This design comes from an exercise in tuning for small area, a short achievable clock period and few clock cycles per item on the open sky130 flow, not from production work. RTL that was checked went through simulation tests only; none was proved equivalent to the original.

==> inputs of build 24 <==
==> flow/design.v (excerpt) <==
module fp8_dot16_acc (
    input  wire         clk,
    input  wire         rst,         
    input  wire         in_valid,
    input  wire         in_clr,      
    input  wire         in_afp,      
    input  wire         in_wfp,      
    input  wire [127:0] in_act,      
    input  wire [127:0] in_wgt,      
    input  wire [31:0]  in_acc,      
    output reg          out_valid,
    output reg  [31:0]  out_result,  
    output reg          out_nan      
);
    reg         v0, clr0, afp0, wfp0;
    reg [127:0] act0, wgt0;
    reg [31:0]  acc0;
    always @(posedge clk) begin
        v0   <= rst ? 1'b0 : in_valid;
        clr0 <= in_clr;
        afp0 <= in_afp;
        wfp0 <= in_wfp;
        act0 <= in_act;
        wgt0 <= in_wgt;
        acc0 <= in_acc;
    end
    wire [143:0] xA;
    wire [95:0]  eA;
    wire [15:0]  spc;
    genvar k;
    generate
        for (k = 0; k < 16; k = k + 1) begin : g_a
            fp8_mul u_mul (.ca(act0[8*k +: 8]), .cw(wgt0[8*k +: 8]), .afp(afp0), .wfp(wfp0),
                           .x(xA[9*k +: 9]), .pe(eA[6*k +: 6]), .spc(spc[k]));
        end
    endgenerate
    reg         v1, clr1, nan1;
    reg [1:0]   nf1;
    reg [31:0]  acc1;
    reg [143:0] x1;
    reg [95:0]  e1;
    always @(posedge clk) begin
        v1   <= rst ? 1'b0 : v0;
        clr1 <= clr0;
        nan1 <= |spc;
        nf1  <= {1'b0, ~afp0} + {1'b0, ~wfp0};
        acc1 <= acc0;
        x1   <= xA;
        e1   <= eA;
    end
    wire [1135:0] rows;
    wire [127:0]  oh;
    wire [34:0]   cnt;
    wire [70:0]   corr = {cnt[34:30], 3'd0, cnt[29:25], 3'd0, cnt[24:20], 3'd0,
  ...
export LEC_CHECK = 0
export CAP_MARGIN = 20
export CELL_PAD_IN_SITES_DETAIL_PLACEMENT = 1
export CELL_PAD_IN_SITES_GLOBAL_PLACEMENT = 2
export CORE_MARGIN = 2
export CORE_UTILIZATION = 30
export PLACE_DENSITY = 0.5
export SLEW_MARGIN = 20
create_clock -name core_clock -period 36.0 [get_ports {clk}]
standard.sh (not shown) runs the stock make flow with config.mk's settings and CLKGATE_MAP_FILE= SYNTH_SCRIPT=/design/flow/synth_recipe.tcl, a recipe that flattens the netlist after the stock synthesis.
==> flow/flow/run.sh <==
#!/bin/bash
# Standard layout, with the port buffers made of buf_4 cells instead of
# the default buffer choice.
set -e
export BUFFER_PORTS_ARGS="-buffer_cell sky130_fd_sc_hd__buf_4"
bash standard.sh > standard_flow.log 2>&1
==> trial 17 (differences from build 24) <==
--- a/flow/design.v
+++ b/flow/design.v
@@ -156,22 +156,23 @@
                 end
             end
         end
     endgenerate
     assign G = gd[0];
     assign P = pd[0];
 endmodule
-module c_cmp(input [70:0] a, b, output [69:0] mag, output neg);
+module c_cmp(input [70:0] a, b, output [69:0] mag, output [69:0] s1, output neg);
     wire [70:0] p = a ^ b;
     wire [70:0] G, P;
     bk_prefix #(71, 7) u (.g(a & b), .p(p), .G(G), .P(P));
     wire [70:0] c0 = {G[69:0], 1'b0};
     wire [70:0] c1 = {G[69:0] | P[69:0], 1'b1};
     assign neg = p[70] ^ c1[70];
     assign mag = p[69:0] ^ (neg ? ~c0[69:0] : c1[69:0]);
+    assign s1  = p[69:0] ^ c1[69:0];
 endmodule
 module clz70 (
     input  wire [69:0] v,
     output wire [6:0]  n
 );
     wire [71:0] w = {v, 2'b11};
     wire [8:0]  nz;
@@ -296,29 +297,31 @@
 endmodule
 module fadd_norm (
     input  wire [27:0] r,
     input  wire [7:0]  xe,
     input  wire        xs, nan, pass,
     output reg  [31:0] res
 );
-    wire [4:0]  rlz;
-    clz28 u_lz (.v(r), .n(rlz));
+    wire [27:0] mark = (xe < 8'd28) ? (28'h8000000 >> xe[4:0]) : 28'd0;
+    wire [4:0]  slz;
+    clz28 u_lz (.v(r | mark), .n(slz));
+    wire        rz = (r == 28'd0);
     reg  [7:0]  sh;
     reg  [27:0] rn;
     reg  [8:0]  fld;
     reg         rup;
     reg  [31:0] rpk;
     always @* begin
-        sh  = ({3'd0, rlz} <= xe) ? {3'd0, rlz} : xe;
+        sh  = {3'd0, slz};
         rn  = r << sh[4:0];
         fld = rn[27] ? ({1'b0, xe} + 9'd1 - {1'b0, sh}) : 9'd0;
         rup = rn[3] & ((|rn[2:0]) | rn[4]);
         rpk = {fld, rn[26:4]} + {31'd0, rup};
         if (nan)                                 res = 32'h7FC00000;
-        else if (rlz[4] & rlz[3] & rlz[2])       res = 32'd0;       
+        else if (rz)                             res = 32'd0;
         else if (!pass && rpk[31:23] >= 9'd255)  res = {xs, 31'h7F7FFFFF};
         else                                     res = {xs, rpk[30:0]};
     end
 endmodule
 module fp8_dot16_acc (
     input  wire         clk,
     input  wire         rst,         
@@ -402,68 +405,71 @@
         clr2 <= clr1;
         nan2 <= nan1;
         nf2  <= nf1;
         acc2 <= acc1;
         ca2  <= csa_a;
         cb2  <= csa_b;
     end
-    wire [69:0] mag;
+    wire [69:0] mag, s1;
     wire        neg;
-    c_cmp u_add (.a(ca2), .b(cb2), .mag(mag), .neg(neg));
+    c_cmp u_add (.a(ca2), .b(cb2), .mag(mag), .s1(s1), .neg(neg));
     wire [6:0]  lz, tz;
     clz70 u_lz (.v(mag), .n(lz));
     wire [69:0] rev;
     generate
         for (k = 0; k < 70; k = k + 1) begin : g_rev
-            assign rev[k] = mag[69 - k];
+            assign rev[k] = s1[69 - k];
         end
     endgenerate
     clz70 u_tz (.v(rev), .n(tz));
-    reg         v3, clr3, nan3, neg3, stk3;
+    reg         v3, clr3, nan3, neg3;
+    reg [6:0]   tz3;
     reg [1:0]   nf3;
     reg [31:0]  acc3;
     reg [69:0]  mag3;
     reg [6:0]   lz3;
     always @(posedge clk) begin
         v3   <= rst ? 1'b0 : v2;
         clr3 <= clr2;
         nan3 <= nan2;
         nf3  <= nf2;
         acc3 <= acc2;
         neg3 <= neg;
         mag3 <= mag;
         lz3  <= lz;
-        stk3 <= ({1'b0, tz} + {1'b0, lz}) <= 8'd44;
+        tz3  <= tz;
     end
+    wire        stk3 = ({1'b0, tz3} + {1'b0, lz3}) <= 8'd44;
     wire [30:0] tpk;
     sum_round u_round (.mag(mag3), .lz(lz3), .stk(stk3), .nfmt(nf3), .tpk(tpk));
     wire        tzero = lz3[6] & lz3[2] & lz3[1];          
     wire        pass  = ~clr3 & (acc3[30:23] == 8'hFF);
     wire [31:0] av    = clr3 ? 32'd0 : acc3;
     wire [31:0] tv    = (pass | tzero) ? 32'd0 : {neg3, tpk};
     wire        ge;
     wire [7:0]  da, dt;
     fadd_cmp u_cmp (.av(av), .tv(tv), .ge(ge), .da(da), .dt(dt));
     reg         v4, nan4, pass4, ge4;
     reg [31:0]  av4, tv4;
-    reg [7:0]   da4, dt4;
+    reg [7:0]   da4;
+    reg [7:1]   dt4;       
     always @(posedge clk) begin
         v4    <= rst ? 1'b0 : v3;
         nan4  <= nan3;
         pass4 <= pass;
         ge4   <= ge;
         av4   <= av;
         tv4   <= tv;
         da4   <= da;
-        dt4   <= dt;
+        dt4   <= dt[7:1];
     end
     wire        xs, sub;
     wire [7:0]  xe, d;
     wire [23:0] xm, ym;
-    fadd_order u_ord (.av(av4), .tv(tv4), .ge(ge4), .da(da4), .dt(dt4), .xs(xs), .sub(sub),
+    fadd_order u_ord (.av(av4), .tv(tv4), .ge(ge4), .da(da4), .dt({dt4, da4[0]}), .xs(xs), .sub(sub),
                       .xe(xe), .d(d), .xm(xm), .ym(ym));
     wire [27:0] r;
     fadd_add u_fadd (.xm(xm), .ym(ym), .d(d), .sub(sub), .r(r));
     reg         v5, nan5, pass5, xs5;
     reg [27:0]  r5;
     reg [7:0]   xe5;
     always @(posedge clk) begin
==> flow/flow/run.sh (replaced) <==
#!/bin/bash
# Standard layout with three changes:
#  - the port buffers are buf_2 cells instead of the default buffer choice;
#  - synthesis skips the generic abc pass inside yosys's coarse synthesis
#    (SYNTH_ARGS=-noabc), so the full adders are extracted from the plain
#    XOR/majority logic; the final abc mapping is unchanged;
#  - the flip-flops then keep the instance names of the standard synthesis
#    (run separately in refsyn/), whose kind suffix can differ.
# Each tool's output goes to a log file in this folder.
set -euo pipefail
export BUFFER_PORTS_ARGS="-buffer_cell sky130_fd_sc_hd__buf_2"
here=$PWD
res=orfs/results/sky130hd/fp8_dot16_acc/base

# reference: the standard synthesis, in its own work folder
mkline=$(grep '^make ' standard.sh | head -1)
mkline=$(echo "$mkline" | sed "s|WORK_HOME=[^ ]*|WORK_HOME=$here/refsyn|; s|\"\${@:-finish}\"|synth|")
eval "$mkline" > ref_synth.log 2>&1

# synthesis without the early abc pass
SYNTH_ARGS=-noabc bash standard.sh synth > synth.log 2>&1
python3 flow/rename_regs.py refsyn/results/sky130hd/fp8_dot16_acc/base/1_2_yosys.v $res/1_2_yosys.v > rename.log 2>&1
rm -f $res/1_synth.odb $res/1_synth.sdc
bash standard.sh synth > synth_odb.log 2>&1

# the rest of the standard flow
bash standard.sh > standard_flow.log 2>&1
==> flow/flow/rename_regs.py (new file) <==
#!/usr/bin/env python3
"""Give each flip-flop of a netlist the instance name the standard synthesis
gave the same register.  Yosys names a flip-flop <register>$_<kind>_, and the
kind suffix (for example SDFF_PP0 or SDFF_PN0) can differ between syntheses
of the same RTL; the register part does not.

usage: rename_regs.py reference.v netlist.v   (netlist.v is rewritten)"""
import re
import sys

FF = re.compile(r'^(\s*sky130_fd_sc_hd__df\w+\s+)(\\\S+)(\s*\()', re.M)


def base(name):
    i = name.rfind('$_')
    return name[:i] if i > 0 else name


ref = {}
for m in FF.finditer(open(sys.argv[1]).read()):
    ref.setdefault(base(m.group(2)), []).append(m.group(2))
for b, names in ref.items():
    if len(names) != 1:
        sys.exit('register %s is not unique in the reference' % b)

text = open(sys.argv[2]).read()
count = [0, 0]


def sub(m):
    name = m.group(2)
    new = ref.get(base(name), [name])[0]
    count[0] += 1
    if new != name:
        count[1] += 1
    return m.group(1) + new + m.group(3)


text = FF.sub(sub, text)
open(sys.argv[2], 'w').write(text)
print('flip-flops: %d, renamed: %d, reference: %d' % (count[0], count[1], len(ref)))
if count[0] != len(ref):
    sys.exit('flip-flop count differs from the reference')
==> flow/config.mk (replaced) <==
export PLATFORM = sky130hd
export DESIGN_NAME = fp8_dot16_acc
export DESIGN_NICKNAME = fp8_dot16_acc
export VERILOG_FILES = /design/flow/design.v
export SDC_FILE = /design/flow/constraint.sdc
export NUM_CORES = 4
export LEC_CHECK = 0
export ABC_AREA = 1
export CAP_MARGIN = 20
export CELL_PAD_IN_SITES_DETAIL_PLACEMENT = 0
export CELL_PAD_IN_SITES_GLOBAL_PLACEMENT = 1
export CORE_MARGIN = 2
export CORE_UTILIZATION = 60
export CTS_CLUSTER_DIAMETER = 80
export CTS_CLUSTER_SIZE = 20
export PLACE_DENSITY = 0.72
export SLEW_MARGIN = 20
==> trial 98 (differences from build 24) <==
--- a/flow/design.v
+++ b/flow/design.v
@@ -156,22 +156,23 @@
                 end
             end
         end
     endgenerate
     assign G = gd[0];
     assign P = pd[0];
 endmodule
-module c_cmp(input [70:0] a, b, output [69:0] mag, output neg);
+module c_cmp(input [70:0] a, b, output [69:0] mag, output [69:0] s1, output neg);
     wire [70:0] p = a ^ b;
     wire [70:0] G, P;
     bk_prefix #(71, 7) u (.g(a & b), .p(p), .G(G), .P(P));
     wire [70:0] c0 = {G[69:0], 1'b0};
     wire [70:0] c1 = {G[69:0] | P[69:0], 1'b1};
     assign neg = p[70] ^ c1[70];
     assign mag = p[69:0] ^ (neg ? ~c0[69:0] : c1[69:0]);
+    assign s1  = p[69:0] ^ c1[69:0];
 endmodule
 module clz70 (
     input  wire [69:0] v,
     output wire [6:0]  n
 );
     wire [71:0] w = {v, 2'b11};
     wire [8:0]  nz;
@@ -296,29 +297,31 @@
 endmodule
 module fadd_norm (
     input  wire [27:0] r,
     input  wire [7:0]  xe,
     input  wire        xs, nan, pass,
     output reg  [31:0] res
 );
-    wire [4:0]  rlz;
-    clz28 u_lz (.v(r), .n(rlz));
+    wire [27:0] mark = (xe < 8'd28) ? (28'h8000000 >> xe[4:0]) : 28'd0;
+    wire [4:0]  slz;
+    clz28 u_lz (.v(r | mark), .n(slz));
+    wire        rz = (r == 28'd0);
     reg  [7:0]  sh;
     reg  [27:0] rn;
     reg  [8:0]  fld;
     reg         rup;
     reg  [31:0] rpk;
     always @* begin
-        sh  = ({3'd0, rlz} <= xe) ? {3'd0, rlz} : xe;
+        sh  = {3'd0, slz};
         rn  = r << sh[4:0];
         fld = rn[27] ? ({1'b0, xe} + 9'd1 - {1'b0, sh}) : 9'd0;
         rup = rn[3] & ((|rn[2:0]) | rn[4]);
         rpk = {fld, rn[26:4]} + {31'd0, rup};
         if (nan)                                 res = 32'h7FC00000;
-        else if (rlz[4] & rlz[3] & rlz[2])       res = 32'd0;       
+        else if (rz)                             res = 32'd0;
         else if (!pass && rpk[31:23] >= 9'd255)  res = {xs, 31'h7F7FFFFF};
         else                                     res = {xs, rpk[30:0]};
     end
 endmodule
 module fp8_dot16_acc (
     input  wire         clk,
     input  wire         rst,         
@@ -402,42 +405,44 @@
         clr2 <= clr1;
         nan2 <= nan1;
         nf2  <= nf1;
         acc2 <= acc1;
         ca2  <= csa_a;
         cb2  <= csa_b;
     end
-    wire [69:0] mag;
+    wire [69:0] mag, s1;
     wire        neg;
-    c_cmp u_add (.a(ca2), .b(cb2), .mag(mag), .neg(neg));
+    c_cmp u_add (.a(ca2), .b(cb2), .mag(mag), .s1(s1), .neg(neg));
     wire [6:0]  lz, tz;
     clz70 u_lz (.v(mag), .n(lz));
     wire [69:0] rev;
     generate
         for (k = 0; k < 70; k = k + 1) begin : g_rev
-            assign rev[k] = mag[69 - k];
+            assign rev[k] = s1[69 - k];
         end
     endgenerate
     clz70 u_tz (.v(rev), .n(tz));
-    reg         v3, clr3, nan3, neg3, stk3;
+    reg         v3, clr3, nan3, neg3;
+    reg [6:0]   tz3;
     reg [1:0]   nf3;
     reg [31:0]  acc3;
     reg [69:0]  mag3;
     reg [6:0]   lz3;
     always @(posedge clk) begin
         v3   <= rst ? 1'b0 : v2;
         clr3 <= clr2;
         nan3 <= nan2;
         nf3  <= nf2;
         acc3 <= acc2;
         neg3 <= neg;
         mag3 <= mag;
         lz3  <= lz;
-        stk3 <= ({1'b0, tz} + {1'b0, lz}) <= 8'd44;
+        tz3  <= tz;
     end
+    wire        stk3 = ({1'b0, tz3} + {1'b0, lz3}) <= 8'd44;
     wire [30:0] tpk;
     sum_round u_round (.mag(mag3), .lz(lz3), .stk(stk3), .nfmt(nf3), .tpk(tpk));
     wire        tzero = lz3[6] & lz3[2] & lz3[1];          
     wire        pass  = ~clr3 & (acc3[30:23] == 8'hFF);
     wire [31:0] av    = clr3 ? 32'd0 : acc3;
     wire [31:0] tv    = (pass | tzero) ? 32'd0 : {neg3, tpk};
     wire        ge;
==> flow/flow/run.sh (replaced) <==
#!/bin/bash
# Standard layout, with the port buffers made of buf_2 cells instead of
# the default buffer choice, without the generic abc pass inside yosys's
# coarse synthesis (the full adders are then extracted from the plain
# XOR/majority logic; registers are unchanged), and with the resizer's
# setup repair aimed at an 8.2 ns cycle instead of only the 36 ns clock.
set -e
export BUFFER_PORTS_ARGS="-buffer_cell sky130_fd_sc_hd__buf_2"
export SYNTH_ARGS="-noabc"
export SETUP_SLACK_MARGIN=27.8
bash standard.sh > standard_flow.log 2>&1
==> flow/config.mk (replaced) <==
export PLATFORM = sky130hd
export DESIGN_NAME = fp8_dot16_acc
export DESIGN_NICKNAME = fp8_dot16_acc
export VERILOG_FILES = /design/flow/design.v
export SDC_FILE = /design/flow/constraint.sdc
export NUM_CORES = 4
export LEC_CHECK = 0
export ABC_AREA = 1
export CAP_MARGIN = 20
export CELL_PAD_IN_SITES_DETAIL_PLACEMENT = 0
export CELL_PAD_IN_SITES_GLOBAL_PLACEMENT = 1
export CORE_MARGIN = 2
export CORE_UTILIZATION = 50
export PLACE_DENSITY = 0.65
export SLEW_MARGIN = 20
==> summary of the runs <==
Register-to-register slack: build 24 < trial 98 < trial 17. The lowest sequential cell count belongs to build 24, the highest to trial 98. Via count: trial 17 > trial 98 > build 24. Sequential share of layout area, lowest first: build 24, trial 98, trial 17.
==> figures <==
| quantity | build 24 | trial 98 | trial 17 |
|---|---|---|---|
| Met3 track utilization from global routing | 3.76% | 13.8% | 22.4% |
| Share of layout cells above drive strength 1 | 11.7% | 6.72% | 5.51% |
| Ant diodes | 9 | 13 | 16 |
| Setup repair after global routing missed its margin | no | yes | no |
| Proportion of synthesized area in mux cells | 7.27% | 0.519% | 0.598% |
| Most common cell after layout, fill and taps aside | sky130_fd_sc_hd__inv_1 | sky130_fd_sc_hd__nand2_1 | sky130_fd_sc_hd__nand2_1 |
| Final cell count without fillers | 15400 | 14100 | 13500 |
| Post-route standard cell area excluding fillers | 111000 um2 | 100000 um2 | 97200 um2 |
| Status | complete, no violations | complete, no violations | complete, no violations |
Testbench counts of trial 17, summed over its fixed seeds: cycles 16,056, items 16,000.
Testbench counts of trial 98, summed over its fixed seeds: cycles 16,056, items 16,000.
The RTL of build 24 was laid out without a check of its function.

[separate check: timing with driven ports]
How much do the figures lean on ideal ports? The routed layouts below were timed once more, with nothing changed but the port constraints. Step 1 (the two cells are an assumption about what drives the block):
set clk [get_ports {clk}]
set_driving_cell -lib_cell sky130_fd_sc_hd__clkbuf_16 $clk
set_driving_cell -lib_cell sky130_fd_sc_hd__buf_2 [delete_from_list [all_inputs] $clk]
Step 2 also shifts input and output timing later by t, the mid clock arrival at the registers, as if the neighbouring blocks saw the same clock. Slacks: ideal / step 1 / step 2; pairs: ideal / step 1.
run	shift t [ns]	slack for setup (ns)	worst setup path at the end	worst data-port slew with drivers (ns)	cell pins on the clock port's net
build 24	0.940	26.809 / 26.809 / 26.809	register to register	0.17	1
trial 17	0.782	27.647 / 27.563 / 28.345	register to output	0.06	1
trial 98	0.892	27.552 / 27.448 / 28.340	register to output	0.05	1
After both steps setup and hold are still met in every run listed.
